Source: an optimization exercise on an open RTL-to-GDS flow (aim: small area, a short achievable clock period and few clock cycles). Production flows keep margins and buffers that such runs may drop.
Power is estimated from default activity; no workload was simulated.

==> flow/design.v (excerpt) <==
module pass_comparator (
    input  wire        clk,
    input  wire        rst,
    input  wire        start,
    input  wire        coded,       
    input  wire [1:0]  trap,        
    input  wire [1:0]  trap_tag,    
    input  wire [7:0]  p_len,       
    input  wire [7:0]  k_len,       
    output wire        ready,
    output reg         rd_en,
    output wire [6:0]  rd_addr,
    input  wire [63:0] p_value,
    input  wire [19:0] p_lii,
    input  wire [1:0]  p_tag,
    input  wire [63:0] k_value,
    input  wire [19:0] k_lii,
    input  wire [1:0]  k_tag,
    output reg         done,
    output reg  [3:0]  verdict,
    output reg  [7:0]  word,
    output wire [63:0] sig
);
==> flow/config.mk <==
export PLATFORM = sky130hd
export DESIGN_NAME = pass_comparator
export DESIGN_NICKNAME = pass_comparator
export VERILOG_FILES = /design/flow/design.v
export SDC_FILE = /design/flow/constraint.sdc
export NUM_CORES = 4
export LEC_CHECK = 0
export CAP_MARGIN = 20
export CORE_MARGIN = 2
export CORE_UTILIZATION = 40
export SLEW_MARGIN = 20
export SYNTH_HIERARCHICAL = 1
==> flow/constraint.sdc <==
create_clock -name core_clock -period 70.0 [get_ports {clk}]
set_input_delay 14.0000 -clock core_clock [delete_from_list [all_inputs] [get_ports {clk}]]
set_output_delay 14.0000 -clock core_clock [all_outputs]
set_load 0.01 [all_outputs]
standard.sh (not shown) runs the stock make flow with config.mk's settings and CLKGATE_MAP_FILE= SYNTH_SCRIPT=/design/flow/synth_recipe.tcl, a recipe that flattens the netlist after the stock synthesis.
==> flow/flow/run.sh <==
#!/bin/bash
# The standard layout (standard.sh, its synthesis unchanged), except that
# every input and output port is buffered by a plain buf_1 (repair may resize
# it) instead of the delay buffer buffer_ports picks by itself.
# Each step's full output goes to a log file of its own here.
set -euo pipefail
bash standard.sh synth > synth.log 2>&1
export BUFFER_PORTS_ARGS="-buffer_cell sky130_fd_sc_hd__buf_1"
bash standard.sh floorplan > floorplan.log 2>&1
bash standard.sh place > place.log 2>&1
bash standard.sh cts > cts.log 2>&1
bash standard.sh route > route.log 2>&1
bash standard.sh finish > finish.log 2>&1
The first run finished clean.
==> next run, changes <==
--- a/flow/design.v
+++ b/flow/design.v
@@ -132,13 +132,12 @@
     end
     wire [16:0] mz;
     wire        k_code;
     mod_step u_mod (.c(chunk), .k63(k[63]), .r(r), .mz(mz), .k_code(k_code));
     wire [16:0] r_next = (mcnt[4:1] != 4'd0) ? mz : 17'd0;
     wire imm    = (trap != 2'd0) || (coded && p_len != k_len) || (p_len == 8'd0);
-    wire accept = start && idle;
     wire run    = busy && !md;
     wire cf     = run && cv2 && full;             
     wire last   = run && cv2 && !chk_valid;       
     wire bad    = (wv != V_PASS);
     wire to_md  = cf && (wv == V_CODE);
     wire fail   = cf && bad && !to_md;
@@ -158,15 +157,18 @@
         k       <= k_value;
         tag     <= p_tag;
         idx_bad <= (p_lii != k_lii) || (p_tag != k_tag);
         ncrc    <= md ? {~crc_next[63:17], r_next} :
                    (cv2 && busy) ? ~crc_next : 64'd0;
         mcnt    <= md ? mcnt + 5'd1 : 5'd0;
-        if (accept) begin
-            n    <= p_len[6:0];
-            full <= coded;
+        if (idle) begin
+            n       <= p_len[6:0];
+            full    <= coded;
+            a       <= 7'd0;
+            verdict <= v_start;
+            word    <= 8'hFF;
         end
         if (rst) begin
             idle      <= 1'b1;
             md        <= 1'b0;
             rd_en     <= 1'b0;
             chk_valid <= 1'b0;
@@ -174,20 +176,15 @@
             done      <= 1'b0;
         end else begin
             chk_valid <= rd_en && !md;
             cv2       <= chk_valid && busy && !md;
             done      <= 1'b0;
             if (idle) begin
-                if (start) begin
-                    a       <= 7'd0;
-                    verdict <= v_start;
-                    word    <= 8'hFF;
-                    done    <= imm;
-                    idle    <= imm;
-                    rd_en   <= !imm;
-                end
+                done  <= start && imm;
+                idle  <= !start || imm;
+                rd_en <= start && !imm;
             end else if (md) begin
                 rd_en <= 1'b0;
                 if (md_end) begin
                     done    <= 1'b1;
                     idle    <= 1'b1;
                     md      <= 1'b0;
The new run went through all stages and came out clean. Via count is about the same. Combinational power decreases by about 1%. Synthesized area decreases by 1.2%. Worst setup slack gains 51 ps. Die area decreases by 1.2%.
No functional check of the RTL was part of any run of this note.

========
pass_comparator, a different RTL version from the one above (not shown whole).
For scale: roughly 2800 cells after synthesis, ~94 flip-flops.
export LEC_CHECK = 0
export CAP_MARGIN = 20
export CORE_MARGIN = 2
export CORE_UTILIZATION = 40
export SLEW_MARGIN = 20
export SYNTH_HIERARCHICAL = 1
create_clock -name core_clock -period 70.0 [get_ports {clk}]
==> flow/flow/run.sh <==
#!/bin/bash
# The standard layout (standard.sh, its synthesis unchanged), with two
# changes to how the layout is made:
# - every input and output port is buffered by a plain buf_1 (repair may
#   resize it) instead of the delay buffer buffer_ports picks by itself;
set -euo pipefail
bash standard.sh synth > synth.log 2>&1
export BUFFER_PORTS_ARGS="-buffer_cell sky130_fd_sc_hd__buf_1"
export SETUP_SLACK_MARGIN=52.5
bash standard.sh floorplan > floorplan.log 2>&1
bash standard.sh place > place.log 2>&1
bash standard.sh cts > cts.log 2>&1
bash standard.sh route > route.log 2>&1
bash standard.sh finish > finish.log 2>&1
The first run ran to the end with no violations.
==> next run, changes <==
--- a/flow/design.v
+++ b/flow/design.v
@@ -53,34 +53,47 @@
     wire        is_real = p_tag[1];
     wire        is64    = !p_tag[0];                 
     wire [10:0] e64     = p[62:52];
     wire [7:0]  e32     = p[30:23];
     wire        e64z    = (e64 == 11'd0);
     wire        e32z    = (e32 == 8'd0);
     wire        e64m    = &e64;
     wire        e32m    = &e32;
-    wire [4:0] lead = is64 ? p[51:47] : p[22:18];
-    wire       sub  = is64 ? e64z : e32z;
-    wire       sh1  = lead[4];
-    wire       sh2  = !lead[4] && lead[3];
-    wire       sh3  = !lead[4] && !lead[3] && lead[2];
-    wire       sh4  = !lead[4] && !lead[3] && !lead[2] && lead[1];
-    wire       sh5  = !lead[4] && !lead[3] && !lead[2] && !lead[1];
+    wire       k64  = !k_tag[0];
+    wire [4:0] l64  = p[51:47];
+    wire [4:0] l32  = p[22:18];
+    wire [4:0] s64  = {!l64[4] && !l64[3] && !l64[2] && !l64[1],
+                       !l64[4] && !l64[3] && !l64[2] && l64[1],
+                       !l64[4] && !l64[3] && l64[2],
+                       !l64[4] && l64[3],
+                       l64[4]};
+    wire [4:0] s32  = {!l32[4] && !l32[3] && !l32[2] && !l32[1],
+                       !l32[4] && !l32[3] && !l32[2] && l32[1],
+                       !l32[4] && !l32[3] && l32[2],
+                       !l32[4] && l32[3],
+                       l32[4]};
+    wire [4:0] shs  = k64 ? s64 : s32;
+    wire [4:0] lead = k64 ? l64 : l32;
+    wire       sh1  = shs[0];
+    wire       sh2  = shs[1];
+    wire       sh3  = shs[2];
+    wire       sh4  = shs[3];
+    wire       sh5  = shs[4];
     wire [2:0] esub = {sh1 | sh2, sh3 | sh4, sh1 | sh3 | (sh5 & lead[0])};
     wire [51:0] pl1 = {p[50:0], 1'b0};
     wire [51:0] pl2 = {p[49:0], 2'b0};
     wire [51:0] pl3 = {p[48:0], 3'b0};
     wire [51:0] pl4 = {p[47:0], 4'b0};
     wire [51:0] pl5 = {p[46:0], 5'b0};
     wire [51:0] psh = ({52{sh1}} & pl1) | ({52{sh2}} & pl2) | ({52{sh3}} & pl3)
                     | ({52{sh4}} & pl4) | ({52{sh5}} & pl5);
     wire [51:0] es  = k[51:0] ^ psh;
-    wire frac64_ok = sub ? !(|es[51:0]) : !(|e[51:0]);
-    wire frac32_ok = sub ? !(|es[22:0]) : !(|e[22:0]);
+    wire frac64_ok = e64z ? !(|es[51:0]) : !(|e[51:0]);
+    wire frac32_ok = e32z ? !(|es[22:0]) : !(|e[22:0]);
     wire [10:0] x64 = e64m ? e64 : (e64z ? {8'd0, esub} : e64 + 11'd5);
     wire [7:0]  x32 = e32m ? e32 : (e32z ? {5'd0, esub} : e32 + 8'd5);
     wire ok_bits = &e;
     wire ok_r64  = e[63] && frac64_ok && (k[62:52] == x64);
     wire ok_r32  = !(|e[63:32]) && e[31] && frac32_ok && (k[30:23] == x32);
     wire int_eq;
     int_check u_int (.p(p), .k(k), .e(e), .eq(int_eq));
     wire val_ok = (p_tag == TAG_BITS) ? ok_bits :
=> The new run produced a clean layout. Via count decreases by a few percent. Hold slack stays flat. Flip-flop and latch count does not change. Global-route usage is lower by 1.7 points. Final area falls slightly.
No functional check of the RTL was part of any run of this note.

-- port drivers added, routing unchanged --
The flow's constraints put no driver on any port. The routed layouts listed below were extracted and timed again, unchanged, in two steps.
Step 1 sets driving cells, clkbuf_16 on the clock port and buf_2 on the other inputs (assumed; they add their load-dependent delay and slew).
Step 2 adds t to the input delays and takes it off the output delays; t is the mean of the earliest and latest rising clock arrival at the registers after step 1. Input paths then give back, and output paths get back, about the clock's delay inside the block.
Three values: no drivers, after step 1, after step 2; two values: the first two.
| run | shift t [ns] | slack for setup (ns) | worst hold slack (ns) | worst setup path after step 2 | worst data-port slew with drivers (ns) |
|---|---|---|---|---|---|
| the first run of note 1 | 0.667 | 54.493 / 54.430 / 54.145 | 0.496 / 0.496 / 0.496 | input to register | 0.09 |
| the second run of note 1 | 0.660 | 54.544 / 54.479 / 53.984 | 0.464 / 0.464 / 0.464 | input to register | 0.06 |
| the first run of note 2 | 0.454 | 52.390 / 52.420 / 51.966 | 0.475 / 0.475 / 0.475 | input to register | 0.07 |
| the second run of note 2 | 0.467 | 52.389 / 52.421 / 51.955 | 0.473 / 0.473 / 0.473 | input to register | 0.12 |
After both steps every run listed still meets setup and hold. The setup slack of the second run of note 1, which loses most, moves by -0.065 ns with the drivers and by -0.560 ns with both steps.
